This is an optimization exercise on Yosys and OpenROAD, whose aim is small area, not a production implementation.
Only simulation tests tie the RTL to the original design; equivalence was not proved.

===== run.sh =====
#!/bin/bash
# synth_recipe.tcl (not shown) runs the flow's synth.tcl, then flattens the netlist and writes it again
# the make line also repeats each setting of config.mk as NAME=value (left out here)
make -C /OpenROAD-flow-scripts/flow DESIGN_CONFIG=/design/flow/config.mk WORK_HOME=/design/flow/orfs CLKGATE_MAP_FILE= SYNTH_SCRIPT=/design/flow/synth_recipe.tcl finish

===== design.v =====
module chk_channel #(
    parameter [3:0] CH = 4'd0
) (
    input  wire        clk,
    input  wire        rst,
    input  wire        sel,
    input  wire        w_cfg,
    input  wire        w_seq,
    input  wire        w_fsrc,
    input  wire        w_fcnt,
    input  wire        w_cmp,
    input  wire        w_crc,
    input  wire        w_start,      
    input  wire        w_ctl,        
    input  wire        w_res,        
    input  wire        w_cnt,        
    input  wire        w_le,         
    input  wire        w_fd,         
    input  wire        w_mm,         
    input  wire        w_touch,      
    input  wire [5:0]  d_cfg,        
    input  wire [15:0] d_seq,
    input  wire [29:0] d_fsrc,
    input  wire [12:0] d_fcnt,
    input  wire [31:0] d_cmp,
    input  wire [31:0] d_crc,
    input  wire [31:0] d_res,
    input  wire [7:0]  d_alive,
    input  wire [1:0]  d_cuf,
    input  wire [1:0]  d_le,
    input  wire        d_mm,
    input  wire [3:0]  d_own,
    input  wire [6:0]  d_stamp,
    input  wire        tick_ms,
    input  wire        tick_due,     
    input  wire [6:0]  t_due,
    input  wire        jet_stop,
    input  wire [2:0]  jet_stop_id,
    input  wire        steward_stop,
    input  wire        lockout,
    output wire [5:0]  q_cfg,
    output wire [5:0]  q_act,
    output wire [15:0] q_seq,
    output wire [29:0] q_fsrc,
    output wire [12:0] q_fcnt,
    output wire [31:0] q_cmp,
    output wire [31:0] q_crc,
    output wire [31:0] q_res,
    output wire [7:0]  q_alive,
    output wire [1:0]  q_cuf,
    output wire [1:0]  q_le,
    output wire        q_fd,
    output wire        q_mm,
    output wire [3:0]  q_own
);
    localparam PRIV = (CH < 4);
    localparam [3:0] IDLE = 4'b0001;
    reg        cfg_cmp_en, cfg_swap;
    reg [1:0]  cfg_poly;
    reg        cfg_x0;
    reg        act_cmp_en, act_swap;
    reg [1:0]  act_poly;
    reg        act_x0;
    reg [15:0] seq;
    reg [29:0] fsrc;
    reg [12:0] fcnt;
    reg [31:0] cmp, crc, res;
    reg [7:0]  alive;
    reg [1:0]  cuf;
    reg [1:0]  last_end;
    reg        feed_st, mm_flag;
    reg [3:0]  own;
    reg [6:0]  stamp;
    wire [1:0] cfg_x, act_x;
    wire [3:0] own_w  = (sel && w_ctl) ? d_own : own;
    wire       act_w  = (own_w != IDLE);
    wire       rel    = act_w && (lockout ||
                                  (jet_stop && own_w == {1'b1, jet_stop_id}) ||
                                  (steward_stop && own_w == 4'b0100) ||
                                  (tick_due && !(sel && w_touch) && stamp == t_due));
    always @(posedge clk) begin
        if (rst || (sel && w_cfg)) begin
            cfg_cmp_en <= d_cfg[5];
            cfg_swap   <= d_cfg[4];
            cfg_poly   <= d_cfg[3:2];
            cfg_x0     <= d_cfg[0];
        end
        if (sel && w_start) begin
            act_cmp_en <= cfg_cmp_en;
            act_swap   <= cfg_swap;
            act_poly   <= cfg_poly;
            act_x0     <= cfg_x0;
        end
        if (rst || (sel && w_fsrc)) fsrc <= d_fsrc;
        if (rst || (sel && w_fcnt)) fcnt <= d_fcnt;
        if (rst || (sel && w_cmp))  cmp  <= d_cmp;
        if (sel && w_crc)           crc  <= d_crc;
        if (rst || (sel && w_res))  res  <= d_res;
        if (rst || (sel && w_mm))   mm_flag <= d_mm;
        if (rst || (sel && w_fd))   feed_st <= !rst;
        if (rst || rel || (sel && w_le))
            last_end <= rst ? 2'd0 : rel ? 2'd3 : d_le;
        if (rst || rel || (sel && w_ctl))
            own <= (rst || rel) ? IDLE : d_own;
        if (sel && w_touch) stamp <= d_stamp;
    end
    generate
        if (PRIV) begin : g_seq
            always @(posedge clk)
                if (rst || (sel && w_seq)) seq <= d_seq;
            assign cfg_x   = {1'b0, cfg_x0};
            assign act_x   = {1'b0, act_x0};
            assign q_seq   = seq;
            assign q_alive = 8'h00;
            assign q_cuf   = 2'd0;
        end else begin : g_alive
            reg cfg_x1, act_x1;
            always @(posedge clk) begin
                if (rst || (sel && w_cfg)) cfg_x1 <= d_cfg[1];
                if (sel && w_start)        act_x1 <= cfg_x1;
                if (rst || (sel && w_cnt)) begin
                    alive <= d_alive;
                    cuf   <= d_cuf;
                end
            end
            assign cfg_x   = {cfg_x1, cfg_x0};
            assign act_x   = {act_x1, act_x0};
            assign q_seq   = 16'h0000;
            assign q_alive = alive;
            assign q_cuf   = cuf;
        end
    endgenerate
    assign q_cfg  = {cfg_cmp_en, cfg_swap, cfg_poly, cfg_x};
    assign q_act  = {act_cmp_en, act_swap, act_poly, act_x};
    assign q_fsrc = fsrc;
    assign q_fcnt = fcnt;
    assign q_cmp  = cmp;
    assign q_crc  = crc;
    assign q_res  = res;
    assign q_le   = last_end;
    assign q_fd   = feed_st;
    assign q_mm   = mm_flag;
    assign q_own  = own;
endmodule
module chk_unit (
    input  wire        clk,
    input  wire        rst,
    input  wire        req_valid,
    input  wire        req_write,
    input  wire [6:0]  req_addr,
    input  wire [31:0] req_wdata,
    input  wire [2:0]  req_src,
    input  wire [2:0]  req_jet,
    output reg         rsp_valid,
    output reg         rsp_denied,
    output reg  [31:0] rsp_rdata,
    input  wire [7:0]  fold_addr,
    input  wire        tick_ms,
    input  wire        jet_stop,
    input  wire [2:0]  jet_stop_id,
    input  wire        steward_stop,
    input  wire        lockout,
    output reg         mismatch_evt,
    output wire [2:0]  mismatch_ch
);
    localparam [3:0] R_CFG  = 4'd0, R_SEQ  = 4'd1, R_FSRC = 4'd2, R_FCNT = 4'd3,
                     R_CTL  = 4'd4, R_DATA = 4'd5, R_BYTE = 4'd6, R_RES  = 4'd7,
                     R_CMP  = 4'd8, R_STAT = 4'd9;
    localparam [3:0] IDLE = 4'b0001;
    wire [2:0]  c  = req_addr[6:4];
    wire [3:0]  r  = req_addr[3:0];
    wire [31:0] wd = req_wdata;
    wire        priv = !c[2];
    wire [3:0]  id = (req_src == 3'd1) ? {1'b1, req_jet} : {1'b0, req_src};
    wire [5:0]  q_cfg   [0:7];
    wire [5:0]  q_act   [0:7];
    wire [15:0] q_seq   [0:7];
    wire [29:0] q_fsrc  [0:7];
    wire [12:0] q_fcnt  [0:7];
    wire [31:0] q_cmp   [0:7];
    wire [31:0] q_crc   [0:7];
    wire [31:0] q_res   [0:7];
    wire [7:0]  q_alive [0:7];
    wire [1:0]  q_cuf   [0:7];
    wire [1:0]  q_le    [0:7];
    wire [7:0]  q_fd, q_mm;
    wire [3:0]  q_own   [0:7];
    wire [5:0]  cfg_c   = q_cfg[c];
    wire [5:0]  act_c   = q_act[c];
    wire [15:0] seq_c   = q_seq[c];
    wire [31:0] cmp_c   = q_cmp[c];
    wire [31:0] crc_c   = q_crc[c];
    wire [7:0]  alive_c = q_alive[c];
    wire [3:0]  own_c   = q_own[c];
    wire [1:0]  le_c    = q_le[c];
    wire active_c = (own_c != IDLE);
    wire owner_c  = (own_c == id);
    wire prot     = (r <= R_BYTE) || (r == R_CMP);
    wire denied   = (priv && req_src == 3'd1) || (active_c && !owner_c && prot);
    wire ok       = req_valid && req_write && !denied;
    wire is_ctl = (r == R_CTL);
    wire b_start  = wd[31], b_feed = wd[30], b_finish = wd[29], b_abort = wd[28];
    wire start    = is_ctl && b_start;
    wire act1     = b_start || active_c;
    wire fin      = is_ctl && act1 && !b_abort && !b_feed && b_finish;
    wire feed     = is_ctl && act1 && !b_abort && b_feed;
    wire ends     = is_ctl && act1 && (b_abort || (!b_feed && b_finish));
    wire [5:0] cf      = start ? cfg_c : act_c;
    wire       cmp_en  = cf[5];
    wire [1:0] poly    = cf[3:2];
    wire [1:0] cnt_w   = cf[1:0];
    wire       seq_inc = fin && priv && cf[0];
    wire       cnt     = fin && !priv && (cnt_w != 2'd0);
    wire       cnt4    = (cnt_w == 2'd1);
    reg [31:0] x0;
    always @(*) begin
        if (start) begin
            case ({priv, poly})
                3'b000: x0 = 32'h0000_FFFF;
                3'b011: x0 = 32'h0000_00FF;
                3'b100: x0 = 32'h0000_1E0C;
                3'b101: x0 = 32'hA942_E6BC;
                3'b110: x0 = 32'hF095_8FD9;
                3'b111: x0 = 32'h0000_007E;
                default: x0 = 32'hFFFF_FFFF;
            endcase
        end else begin
            x0 = crc_c;
        end
    end
    wire [7:0]  cbyte = cnt4 ? {4'h0, alive_c[3:0]} : alive_c;
    wire [31:0] dsw   = {wd[7:0], wd[15:8], wd[23:16], wd[31:24]};
    wire        swap  = act_c[4];
    wire [31:0] edata = is_ctl ? (priv ? {8'h00, fold_addr, seq_c} : {24'h0, cbyte})
                               : ((r == R_DATA && swap) ? dsw : wd);
    wire        one   = (r == R_BYTE) || (is_ctl && !priv && cnt);
    wire        none  = is_ctl && !(priv && start) && !cnt;
    wire [31:0] y;
    chk_crc u_crc (.poly(poly), .x(x0), .d(edata), .one(one), .none(none), .y(y));
    reg [31:0] fin_v, mask;
    always @(*) begin
        case (poly)
            2'd0:    begin fin_v = {16'h0000, y[15:0]};       mask = 32'h0000_FFFF; end
            2'd3:    begin fin_v = {24'h000000, ~y[7:0]};      mask = 32'h0000_00FF; end
            default: begin fin_v = ~y;                         mask = 32'hFFFF_FFFF; end
        endcase
    end
    wire mism = cmp_en && (fin_v != (cmp_c & mask));
    wire [3:0] own_s = start ? id : own_c;
    wire [3:0] d_own = (b_abort || (!b_feed && b_finish)) ? IDLE : own_s;
    reg  [6:0] tcnt;
    wire [6:0] tnext = tcnt + {6'd0, tick_ms};
    wire [6:0] t_due = tcnt - 7'd99;
    wire [5:0]  d_cfg   = rst ? 6'b000100
                              : {wd[16], wd[4], wd[1:0], priv ? {1'b0, wd[12]} : wd[9:8]};
    wire [15:0] d_seq   = rst ? 16'h0 : (r == R_SEQ) ? wd[15:0] : seq_c + 16'd1;
    wire [29:0] d_fsrc  = rst ? 30'h0 : {wd[31:30], wd[27:0]};
    wire [12:0] d_fcnt  = rst ? 13'h0 : wd[12:0];
    wire [31:0] d_cmp   = rst ? 32'h0 : wd;
    wire [31:0] d_res   = rst ? 32'h0 : fin_v;
    wire [7:0]  d_alive = rst ? 8'h0 : cnt4 ? {4'h0, alive_c[3:0] + 4'd1} : alive_c + 8'd1;
    wire [1:0]  d_cuf   = rst ? 2'd0 : {1'b1, cnt4};
    wire [1:0]  d_le    = b_abort ? 2'd2 : 2'd1;
    wire        d_mm    = !rst && is_ctl;
    wire w_cfg   = (r == R_CFG);
    wire w_seq   = (r == R_SEQ) || seq_inc;
    wire w_fsrc  = (r == R_FSRC);
    wire w_fcnt  = (r == R_FCNT);
    wire w_cmp   = (r == R_CMP);
    wire w_crc   = (r == R_CTL) || (r == R_DATA) || (r == R_BYTE);
    wire w_mm    = ((r == R_STAT) && wd[23]) || (fin && mism);
    wire w_touch = owner_c || start;
    genvar g;
    generate
        for (g = 0; g < 8; g = g + 1) begin : chan
            chk_channel #(.CH(g)) u_ch (
                .clk(clk), .rst(rst),
                .sel(ok && c == g),
                .w_cfg(w_cfg), .w_seq(w_seq), .w_fsrc(w_fsrc), .w_fcnt(w_fcnt),
                .w_cmp(w_cmp), .w_crc(w_crc), .w_start(start), .w_ctl(is_ctl),
                .w_res(fin), .w_cnt(cnt), .w_le(ends), .w_fd(feed), .w_mm(w_mm),
                .w_touch(w_touch),
                .d_cfg(d_cfg), .d_seq(d_seq), .d_fsrc(d_fsrc), .d_fcnt(d_fcnt),
                .d_cmp(d_cmp), .d_crc(y), .d_res(d_res), .d_alive(d_alive),
                .d_cuf(d_cuf), .d_le(d_le), .d_mm(d_mm), .d_own(d_own),
                .d_stamp(tnext),
                .tick_ms(tick_ms), .tick_due(tick_ms), .t_due(t_due),
                .jet_stop(jet_stop), .jet_stop_id(jet_stop_id),
                .steward_stop(steward_stop), .lockout(lockout),
                .q_cfg(q_cfg[g]), .q_act(q_act[g]), .q_seq(q_seq[g]),
                .q_fsrc(q_fsrc[g]), .q_fcnt(q_fcnt[g]), .q_cmp(q_cmp[g]),
                .q_crc(q_crc[g]), .q_res(q_res[g]), .q_alive(q_alive[g]),
                .q_cuf(q_cuf[g]), .q_le(q_le[g]), .q_fd(q_fd[g]), .q_mm(q_mm[g]),
                .q_own(q_own[g])
            );
        end
    endgenerate
    reg [6:0] ra;           
    reg [3:0] ra_own;       
    reg [1:0] ra_le;
    always @(posedge clk) begin
        if (rst) begin
            rsp_valid    <= 1'b0;
            mismatch_evt <= 1'b0;
            tcnt         <= 7'd0;
        end else begin
            rsp_valid    <= req_valid;
            mismatch_evt <= ok && fin && mism;
            tcnt         <= tnext;
        end
        rsp_denied <= req_write && denied;
        ra         <= req_addr;
        ra_own     <= own_c;
        ra_le      <= le_c;
    end
    assign mismatch_ch = ra[6:4];
    wire [2:0] rc = ra[6:4];
    wire [5:0] rcfg   = q_cfg[rc];
    wire [7:0] ralive = q_alive[rc];
    wire [1:0] rcuf   = q_cuf[rc];
    wire [7:0] cnt_used = !rcuf[1] ? 8'h00
                        : rcuf[0] ? {4'h0, ralive[3:0] - 4'd1} : ralive - 8'd1;
    wire [2:0] owner  = (ra_own == IDLE) ? 3'd0 : ra_own[3] ? 3'd1 : ra_own[2:0];
    wire [2:0] ojet   = ra_own[3] ? ra_own[2:0] : 3'd0;
    always @(*) begin
        case (ra[3:0])
            R_CFG:  rsp_rdata = {15'h0, rcfg[5], 3'h0, !rc[2] & rcfg[0], 2'h0,
                                 rc[2] ? rcfg[1:0] : 2'b00, 3'h0, rcfg[4], 2'h0, rcfg[3:2]};
            R_SEQ:  rsp_rdata = {16'h0000, q_seq[rc]};
            R_FSRC: rsp_rdata = {q_fsrc[rc][29:28], 2'b00, q_fsrc[rc][27:0]};
            R_FCNT: rsp_rdata = {19'h0, q_fcnt[rc]};
            R_RES:  rsp_rdata = q_res[rc];
            R_CMP:  rsp_rdata = q_cmp[rc];
            R_STAT: rsp_rdata = {(ra_own != IDLE) ? 2'd1 : 2'd0, owner, ojet, q_mm[rc],
                                 1'b0, ra_le, 1'b0, 1'b0, q_fd[rc], 1'b0,
                                 cnt_used, 8'h00};
            default: rsp_rdata = 32'h0;
        endcase
    end
endmodule
module chk_crc (
    input  wire [1:0]  poly,
    input  wire [31:0] x,
    input  wire [31:0] d,
    input  wire        one,
    input  wire        none,
    output wire [31:0] y
);
    function [31:0] crc_byte;
        input [1:0]  p;
        input [31:0] c;
        input [7:0]  b;
        integer i;
        reg [31:0] t;
        begin
            case (p)
                2'd0: begin
                    t = {16'h0000, c[15:0] ^ {b, 8'h00}};
                    for (i = 0; i < 8; i = i + 1)
                        t = {16'h0000, t[15] ? ({t[14:0], 1'b0} ^ 16'h1021) : {t[14:0], 1'b0}};
                end
                2'd1: begin
                    t = c ^ {24'h000000, b};
                    for (i = 0; i < 8; i = i + 1)
                        t = t[0] ? ((t >> 1) ^ 32'h82F6_3B78) : (t >> 1);
                end
                2'd2: begin
                    t = c ^ {24'h000000, b};
                    for (i = 0; i < 8; i = i + 1)
                        t = t[0] ? ((t >> 1) ^ 32'hEDB8_8320) : (t >> 1);
                end
                default: begin
                    t = {24'h000000, c[7:0] ^ b};
                    for (i = 0; i < 8; i = i + 1)
                        t = {24'h000000, t[7] ? ({t[6:0], 1'b0} ^ 8'h1D) : {t[6:0], 1'b0}};
                end
            endcase
            crc_byte = t;
        end
    endfunction
    wire [31:0] yp [0:3];
    genvar g;
    generate
        for (g = 0; g < 4; g = g + 1) begin : alg
            wire [31:0] s3 = crc_byte(g, crc_byte(g, crc_byte(g, x, d[31:24]), d[23:16]), d[15:8]);
            wire [31:0] s1 = crc_byte(g, one ? x : s3, d[7:0]);
            assign yp[g] = none ? x : s1;
        end
    endgenerate
    assign y = yp[poly];
endmodule

===== config.mk =====
export PLATFORM = sky130hd
export DESIGN_NAME = chk_unit
export DESIGN_NICKNAME = chk_unit
export VERILOG_FILES = /design/flow/design.v
export SDC_FILE = /design/flow/constraint.sdc
export NUM_CORES = 8
export LEC_CHECK = 0
export CAP_MARGIN = 20
export CORE_MARGIN = 2
export CORE_UTILIZATION = 30
export SLEW_MARGIN = 20

===== constraint.sdc =====
create_clock -name core_clock -period 13.0 [get_ports {clk}]
set_input_delay 2.6000 -clock core_clock [delete_from_list [all_inputs] [get_ports {clk}]]
set_output_delay 2.6000 -clock core_clock [all_outputs]
set_load 0.01 [all_outputs]

==> flow_summary_export.csv <==
group,metric,value,unit
outcome,outcome,"timing/DRC/antenna clean",
timing,holdWs,0.4597,ns
placement,io_buffers,101,
timing,drv_slew,0,
route,antenna_left,0,
critical_path,cp-end-kind,"flip-flop",
synthesis,synth_most_common_cell,"edfxtp_1",
route,avgViaCountPerCell,5.744,
final_layout,layoutNonFillerInstCount,9526,
synthesis,ys_types,117,
final_layout,drive_gt1_frac,0.1521,
critical_path,rrSetupSlack,2.87,ns
clock_network,hold_buffers,0,
timing,layout_setup_ws,0.9285,ns
clock_network,insertion_delay,0.83,ns
timing,rsz0062_at_grt,"no",
floorplan,core,250900,um^2
synthesis,yosys.area.top_type,"edfxtp_1",
critical_path,cpPeakStageDelay,0.83,ns
global_routing,overflow,0,
synthesis,synth_common_cells,"1424 x edfxtp_1, 550 x xnor2_1, 432 x o21ai_0",
placement,post-dp-hpwl,213500,um
timing,hold_viol,0,
synthesis,synthArstFlopShare,0,
clock_network,clk_path_buf_depth,3,
timing,final.setup.tns,0,ns
floorplan,start_util,0.3011,
critical_path,cpMostUsedCell,"xnor3_1",
clock_network,cts_resized,0,
min_path,hp-class,"reg -> reg",
placement,preCtsSetupSlack,0.2011,ns
synthesis,synth-edff-count,1424,
floorplan,boundaryPins,102,
placement,dp.cells,9255,
route,wl,305000,um
clock_network,cts_sinks,1447,
final_layout,syn_to_final_growth,15.72,%
global_routing,grt_usage,0.2305,
synthesis,yosys-top-cells-area,"edfxtp_1 57%, xnor2_1 6.4%, xnor3_1 3.3%",
timing,min_period_over_period,0.9286,
critical_path,cp.arrival,12.61,ns
final_layout,final_util,0.3485,
flow_run,maxCapViolations,0,
synthesis,syn-mean-instance-area,12.94,um^2
route,num_vias,54720,
timing,setup_violations,0,
floorplan,chipHeight,505.9,um
synthesis,synth_seq_cells,1447,
critical_path,critical_path_class,"in -> reg",
clock_network,cts_tree,"built",
critical_path,slowest_stage,"a31oi_1",
timing,finClkSkew,0.06663,ns
global_routing,grt_pass1_vias,52180,
floorplan,die-area,255900,um^2
synthesis,ys.flop_type,"edfxtp_1",
global_routing,grt_pass1_wl,420600,um
placement,gp_congestion,0.9865,
clock_network,cts_setup_buffers,0,
route,drc,0,
critical_path,cp_data_required_time,13.54,ns
clock_network,clockRootBuffer,"clkbuf_16",
timing,max_freq,82.84,MHz
clock_network,clk_pin_slew,0.07,ns
synthesis,netlist_area,75560,um^2
synthesis,syn-num-nets,5915,
critical_path,path_max_fanout,10,
global_routing,grt_max_degree,76,
synthesis,ys_seq_area_frac,0.5720,
timing,slew_headroom,0.08870,
synthesis,syn_inst,5838,
route,drt_iter0_markers,8265,
global_routing,antenna_found_initial,27,
floorplan,die_w,505.9,um
critical_path,crit_path_start_kind,"primary input",
timing,worst_pin_slew,1.357,ns
clock_network,cts_made_buffers,149,
clock_network,htreeDepth,4,
synthesis,synth_top_area_frac,0.5659,
route,first_pass_iters,7,
final_layout,fin_nets,6135,
route,wire_per_inst,32.01,um
synthesis,yosys_warnings,10,
floorplan,row_count,184,
timing,fin_crit,12.07,ns
-- layout by cell type, fill, tap and decap left out, types with 33 or more instances in the layout --
master	count
clkdlybuf4s50_1	97
a221oi_1	107
clkbuf_1	35
a22oi_1	106
a21oi_1	292
xnor2_1	539
nor2_1	381
nor3_1	59
clkbuf_16	149
nand2_1	350
a211oi_1	49
o21ai_0	391
mux4_2	80
nand3_1	67
o22ai_1	91
and2_1	33
mux2_2	63
nor2b_1	37
edfxtp_1	1424
xnor3_1	105
o21ai_1	46
xor2_1	199
o211ai_1	51
o221ai_1	36
inv_1	51
mux2i_1	224
buf_4	340
a22o_1	40
a31oi_1	49
-- flip-flops by register name, summed over array words and instances, names as in the netlist, 32 cells and up --
register	count
chan.u_ch.alive	32
chan.u_ch.cmp	256
chan.u_ch.crc	256
chan.u_ch.fcnt	104
chan.u_ch.fsrc	240
chan.u_ch.own	32
chan.u_ch.res	256
chan.u_ch.seq	64
chan.u_ch.stamp	56
-- cell type report --
| type | count | area, um^2 |
|---|---|---|
| diodes | 5 | 12.51 |
| clock buffers | 187 | 3901 |
| clock inverters | 79 | 899.6 |
| fillers | 24390 | 163500 |
| inverters | 62 | 242.7 |
| multi-input cells | 3953 | 31310 |
| flip-flops and latches | 1447 | 43230 |
| well taps | 3348 | 4189 |
| repair buffers | 445 | 3655 |
-- layer usage --
layer / share of wire / track usage / up-vias
li1: - / - / 22660
met1: 0.39 / 0.3081 / 27800
met2: 0.44 / 0.3555 / 3566
met3: 0.11 / 0.04980 / 678
met4: 0.057 / 0.1095 / 16
met5: 0.00041 / 0 / -
-- critical path, delay by kind of cell --
| kind | cells | cell delay, ns |
|---|---|---|
| xor gates and xnor gates | 10 | 3.86 |
| and+or+nand+nor | 10 | 3.10 |
| AOI/OAI and AO/OA | 7 | 1.71 |
| buffers and inverters | 2 | 0.59 |
| adders and majority gates | 1 | 0.37 |
| muxes | 1 | 0.34 |
-- per-stage QoR --
step	instance area, um^2
after detailed placement	82580
after global placement	82540
final	87450
after floorplan	75950
after global routing	87440
after CTS	87380
-- cells by family (layout without fill, tap and decap cells) --
logic type	count (synthesis)	count (layout)	share of synthesized area
fa+ha+maj	13	13	0.002351
simple gates	1130	1130	0.06795
mux	373	373	0.06393
other cells	0	5	0
xor+xnor	928	928	0.1383
buf+inv	438	773	0.02434
compound gates	1509	1509	0.1312
flops	1447	1447	0.5720
-- final timing paths --
kind | from | to | depth (start not counted)
worst max-delay path | req_addr[0] | chan[5].u_ch.mm_flag | 31
worst min-delay path | chan[5].u_ch.cfg_swap | chan[5].u_ch.act_swap | 0
worst max register to register | chan[3].u_ch.cfg_poly[1] | chan[5].u_ch.mm_flag | 34
worst min register to register | chan[5].u_ch.cfg_swap | chan[5].u_ch.act_swap | 0

-- port drivers added, routing unchanged --
How much do the figures lean on ideal ports? The routed layout below was timed once more, with nothing changed but the port constraints.
Step 1 sets driving cells, clkbuf_16 on the clock port and buf_2 on the other inputs (assumed; they add their load-dependent delay and slew).
Step 2 also shifts input and output timing later by t, the mid clock arrival at the registers, as if the neighbouring blocks saw the same clock.
Slacks: no drivers / after step 1 / after step 2; pairs: no drivers / after step 1.
shift t [ns]: 0.897
setup slack, ns: 0.928 / 1.006 / 0.109
hold slack, ns: 0.460 / 0.460 / 0.460
worst setup path at the end: input to register
slew at the worst register clock pin (ns): 0.09 / 0.09
After both steps setup and hold are still met in this run. The setup slack of this run moves by +0.078 ns with the drivers and by -0.819 ns with both steps.
